This design comes from an exercise in tuning for small area, a short achievable clock period and few clock cycles on the open sky130 flow, not from production work.
Function was checked by simulation only, so behaviour that the tests miss may differ from the original.

== run a ==
// gcm_lane
module gcm_lane (
    input  wire         clk,
    input  wire         rst,
    input  wire         start_valid,
    output wire         start_ready,
    input  wire [127:0] start_key,
    input  wire [95:0]  start_iv,
    input  wire         start_decrypt,
    input  wire         in_valid,
    output wire         in_ready,
    input  wire [127:0] in_data,
    input  wire [4:0]   in_bytes,
    input  wire         in_aad,
    input  wire         in_last,
    output reg          out_valid,
    output reg  [127:0] out_data,
    output reg          tag_valid,
    output reg  [127:0] tag
);
    localparam integer GD     = 26;                     
    localparam integer GSTEPS = (128 + GD - 1) / GD;    
    localparam integer XW     = GSTEPS * GD;            
    localparam integer PAD    = XW - 128;
    localparam JOB_P1 = 1'b0,     
               JOB_PN = 1'b1;     
    function [127:0] byte_mask;
        input [4:0] n;
        integer b;
        begin
            for (b = 0; b < 16; b = b + 1)
                byte_mask[127 - 8*b -: 8] = (b < n) ? 8'hff : 8'h00;
        end
    endfunction
    function [7:0] xtime;
        input [7:0] b;
        begin
            xtime = {b[6:0], 1'b0} ^ (b[7] ? 8'h1b : 8'h00);
        end
    endfunction
    function [31:0] mix_col;
        input [31:0] c;
        reg [7:0] a0, a1, a2, a3;
        begin
  ...
==> module gcm_ghash_step, before the edit <==
module gcm_ghash_step (
    input  wire [127:0]  h,
    input  wire [127:0]  y,
    input  wire [25:0]   d,
    output wire [127:0]  ynext
);
    localparam integer GD = 26;    
    function [127:0] mul_alpha;
        input [127:0] v;
        begin
            mul_alpha = {1'b0, v[127:1]} ^ (v[0] ? {8'he1, 120'd0} : 128'd0);
        end
    endfunction
    reg [127:0] hp [0:GD-1];
    reg [127:0] gsum;
    reg [127:0] yd;
    integer j;
    always @(*) begin
        hp[0] = h;
        for (j = 1; j < GD; j = j + 1)
            hp[j] = mul_alpha(hp[j-1]);
        gsum = 128'd0;
        for (j = 0; j < GD; j = j + 1)
            if (d[GD - 1 - j])
                gsum = gsum ^ hp[j];
        yd = y;
        for (j = 0; j < GD; j = j + 1)
            yd = mul_alpha(yd);
    end
    assign ynext = yd ^ gsum;
endmodule
==> flow/config.mk <==
export PLATFORM = sky130hd
export DESIGN_NAME = gcm_lane
export DESIGN_NICKNAME = gcm_lane
export VERILOG_FILES = /design/flow/design.v
export SDC_FILE = /design/flow/constraint.sdc
export NUM_CORES = 8
export LEC_CHECK = 0
export CAP_MARGIN = 30
export CORE_MARGIN = 2
export CORE_UTILIZATION = 40
export SETUP_SLACK_MARGIN = 5
export SLEW_MARGIN = 30
export SYNTH_HIERARCHICAL = 1
==> flow/constraint.sdc <==
create_clock -name core_clock -period 10.0 [get_ports {clk}]
set_input_delay 2.0000 -clock core_clock [delete_from_list [all_inputs] [get_ports {clk}]]
set_output_delay 2.0000 -clock core_clock [all_outputs]
set_load 0.01 [all_outputs]
standard.sh (not shown) runs the stock make flow with config.mk's settings and CLKGATE_MAP_FILE= SYNTH_SCRIPT=/design/flow/synth_recipe.tcl, a recipe that flattens the netlist after the stock synthesis.
==> flow/flow/run.sh <==
#!/bin/bash
set -euo pipefail
REPAIR_MARGIN=5.65
W=$PWD
rm -rf "$W/scripts_abc"
cp -r "$FLOW_HOME/scripts" "$W/scripts_abc"
cp "$W/flow/abc_speed.script" "$W/scripts_abc/abc_speed.script"
python3 - "$W/scripts_abc/synth.tcl" <<'PY'
import sys
p = sys.argv[1]
s = open(p).read()
old = "  log_cmd abc {*}$abc_args\n"
assert s.count(old) == 1, "synth.tcl: abc call not found"
s = s.replace(old, """  # the GHASH step keeps ORFS's own mapping; the rest gets the XOR-friendly one
  set abc_args_std [lreplace $abc_args 1 1 $::env(FLOW_HOME)/scripts/abc_speed.script]
  log_cmd abc {*}$abc_args_std gcm_ghash_step
  log_cmd abc {*}$abc_args gcm_lane gcm_sbox
""")
open(p, "w").write(s)
PY
bash "$W/standard.sh" SCRIPTS_DIR="$W/scripts_abc" synth > "$W/run_synth.log" 2>&1
if [[ -n "$REPAIR_MARGIN" ]]; then
  bash "$W/standard.sh" SETUP_SLACK_MARGIN="$REPAIR_MARGIN" > "$W/run_layout.log" 2>&1
else
  bash "$W/standard.sh" > "$W/run_layout.log" 2>&1
fi
==> flow/flow/abc_speed.script <==
strash
&get -n
&fraig -x
&put
scorr
dc2
strash
dch -f
&get -n
&nf -p
&put
Testbench counts of run a, summed over its fixed seeds: cycles 35,118.
### run a -> run b
==> flow/design.v, changed modules only <==
module gcm_ghash_step (
    input  wire [127:0]  h,
    input  wire [127:0]  y,
    input  wire [25:0]   d,
    output wire [127:0]  ynext
);
    localparam integer GD = 26;    
    reg [127+GD:0] p;    
    reg [127+GD:0] q;    
    reg [127:0] r;
    integer i, j;
    always @(*) begin
        p = 0;
        for (j = 0; j < GD; j = j + 1)
            for (i = 0; i < 128; i = i + 1)
                p[i+j] = p[i+j] ^ (d[GD-1-j] & h[127-i]);
        q = 0;
        for (i = 0; i < 128; i = i + 1)
            q[i+GD] = y[127-i];
        p = p ^ q;
        for (i = 127+GD; i >= 128; i = i - 1) begin
            p[i-128] = p[i-128] ^ p[i];
            p[i-127] = p[i-127] ^ p[i];
            p[i-126] = p[i-126] ^ p[i];
            p[i-121] = p[i-121] ^ p[i];
            p[i]     = 1'b0;
        end
        for (i = 0; i < 128; i = i + 1)
            r[127-i] = p[i];
    end
    assign ynext = r;
endmodule
==> run summary <==
Against run a as the reference, run b delivers a lower total die area.
On utilization, run a and run b are basically level.
Going from run a to run b, the area used by multi-input combinational logic was found to have gone down by about 1.4%.
On wire length the detailed router placed on met1: between run a and run b, it ends up lower for run b.
From run a to run b the numbers moved as follows: actual slew at the worst max-slew pin decreased by 24 ps relative to the old numbers; die height decreased by 0.50% relative to the old numbers.
Between run b and run a, the area share of and/or/nand/nor cells after synthesis figures differ only marginally.
Run a has a higher final worst-path setup slack than run b.
Initial antenna violation count is higher on run a
Per the comparison of run b with run a, final setup TNS held steady, synthesized area now smaller.
Testbench counts of run b, summed over its fixed seeds: cycles 35,118.


Setup of run 1:
gcm_lane with an RTL version that a note above also has.
Size: ~21000 cells after synthesis, about 2200 flip-flops, about 180000 um2 of cells after synthesis.
==> module gcm_ghash_step, before the edit <==
module gcm_ghash_step (
    input  wire [127:0]  h,
    input  wire [127:0]  y,
    input  wire [25:0]   d,
    output wire [127:0]  ynext
);
    localparam integer GD = 26;    
    reg [127+GD:0] p;    
    reg [127+GD:0] q;    
    reg [127:0] r;
    integer i, j;
    always @(*) begin
        p = 0;
        for (j = 0; j < GD; j = j + 1)
            for (i = 0; i < 128; i = i + 1)
                p[i+j] = p[i+j] ^ (d[GD-1-j] & h[127-i]);
        q = 0;
        for (i = 0; i < 128; i = i + 1)
            q[i+GD] = y[127-i];
        p = p ^ q;
        for (i = 127+GD; i >= 128; i = i - 1) begin
            p[i-128] = p[i-128] ^ p[i];
            p[i-127] = p[i-127] ^ p[i];
            p[i-126] = p[i-126] ^ p[i];
            p[i-121] = p[i-121] ^ p[i];
            p[i]     = 1'b0;
        end
        for (i = 0; i < 128; i = i + 1)
            r[127-i] = p[i];
    end
    assign ynext = r;
endmodule
export LEC_CHECK = 0
export CAP_MARGIN = 30
export CORE_MARGIN = 2
export CORE_UTILIZATION = 35
export SETUP_SLACK_MARGIN = 5
export SLEW_MARGIN = 30
export SYNTH_HIERARCHICAL = 1
create_clock -name core_clock -period 10.0 [get_ports {clk}]
Scripts as last shown in full above: flow/flow/run.sh, flow/flow/abc_speed.script
Testbench counts of run 1, summed over its fixed seeds: cycles 35,118.
Modified inputs, run 2 compared to run 1
--- a/flow/design.v
+++ b/flow/design.v
@@ -486,30 +486,29 @@
     input  wire [127:0]  y,
     input  wire [25:0]   d,
     output wire [127:0]  ynext
 );
     localparam integer GD = 26;    
-    reg [127+GD:0] p;    
-    reg [127+GD:0] q;    
-    reg [127:0] r;
-    integer i, j;
+    function [127:0] mul_alpha;
+        input [127:0] v;
+        begin
+            mul_alpha = {1'b0, v[127:1]} ^ (v[0] ? {8'he1, 120'd0} : 128'd0);
+        end
+    endfunction
+    reg [127:0] hp [0:GD-1];
+    reg [127:0] gsum;
+    reg [127:0] yd;
+    integer j;
     always @(*) begin
-        p = 0;
+        hp[0] = h;
+        for (j = 1; j < GD; j = j + 1)
+            hp[j] = mul_alpha(hp[j-1]);
+        gsum = 128'd0;
         for (j = 0; j < GD; j = j + 1)
-            for (i = 0; i < 128; i = i + 1)
-                p[i+j] = p[i+j] ^ (d[GD-1-j] & h[127-i]);
-        q = 0;
-        for (i = 0; i < 128; i = i + 1)
-            q[i+GD] = y[127-i];
-        p = p ^ q;
-        for (i = 127+GD; i >= 128; i = i - 1) begin
-            p[i-128] = p[i-128] ^ p[i];
-            p[i-127] = p[i-127] ^ p[i];
-            p[i-126] = p[i-126] ^ p[i];
-            p[i-121] = p[i-121] ^ p[i];
-            p[i]     = 1'b0;
-        end
-        for (i = 0; i < 128; i = i + 1)
-            r[127-i] = p[i];
+            if (d[GD - 1 - j])
+                gsum = gsum ^ hp[j];
+        yd = y;
+        for (j = 0; j < GD; j = j + 1)
+            yd = mul_alpha(yd);
     end
-    assign ynext = r;
+    assign ynext = yd ^ gsum;
 endmodule
--- outcome ---
In run 2, the number of nets in the synthesized netlist came out 267 above the value in run 1. Run 1 → run 2: synthesized cell count went up; number of enable-type register cells in the synthesized netlist did not really move; worst-case reg-to-reg path depth went down; die height went up. Diff run 1 and run 2: final clock period utilization by the worst path higher in run 1. The total global-route track usage of run 1 and that of run 2 are within noise of each other. Sort run 1 and run 2 by proportion of cell area occupied by registers, descending, and run 1 comes first. Looking at quantity of gates resized following cts, run 2 sits about 1% lower than run 1 does. Summary of run 2 over run 1: minimum clock period after layout shows a reduction of 0.27 ns; fraction of the mapped netlist area in compound gates +0.31 points; adder-cell area share of the yosys netlist has remained practically unchanged. The final layout from run 2, which completed every stage, passed the timing, DRC and antenna checks at the end of the flow.
Testbench counts of run 2, summed over its fixed seeds: cycles 35,118.

-- static timing again, ports no longer ideal --
The flow's constraints put no driver on any port. The routed layouts listed below were extracted and timed again, unchanged, in two steps.
Step 1 assumes that a clkbuf_16 drives the clock port and a buf_2 every other input.
Step 2 also shifts input and output timing later by t, the mid clock arrival at the registers, as if the neighbouring blocks saw the same clock.
Slacks: ideal / step 1 / step 2; pairs: ideal / step 1.
run | shift t [ns] | slack for setup (ns) | latest minus earliest clock arrival (ns) | worst register clock-pin slew, ns
run a | 1.147 | 5.384 / 5.249 / 4.424 | 0.131 / 0.131 | 0.09 / 0.09
run b | 1.091 | 5.351 / 5.229 / 4.475 | 0.102 / 0.103 | 0.07 / 0.07
run 1 | 1.087 | 5.184 / 5.052 / 4.595 | 0.087 / 0.087 | 0.07 / 0.07
run 2 | 1.087 | 5.458 / 5.326 / 4.351 | 0.108 / 0.108 | 0.07 / 0.07
After both steps setup and hold are still met in every run listed. For run 2, which loses most, drivers alone change the setup slack by -0.132 ns; drivers and shift together by -1.107 ns.
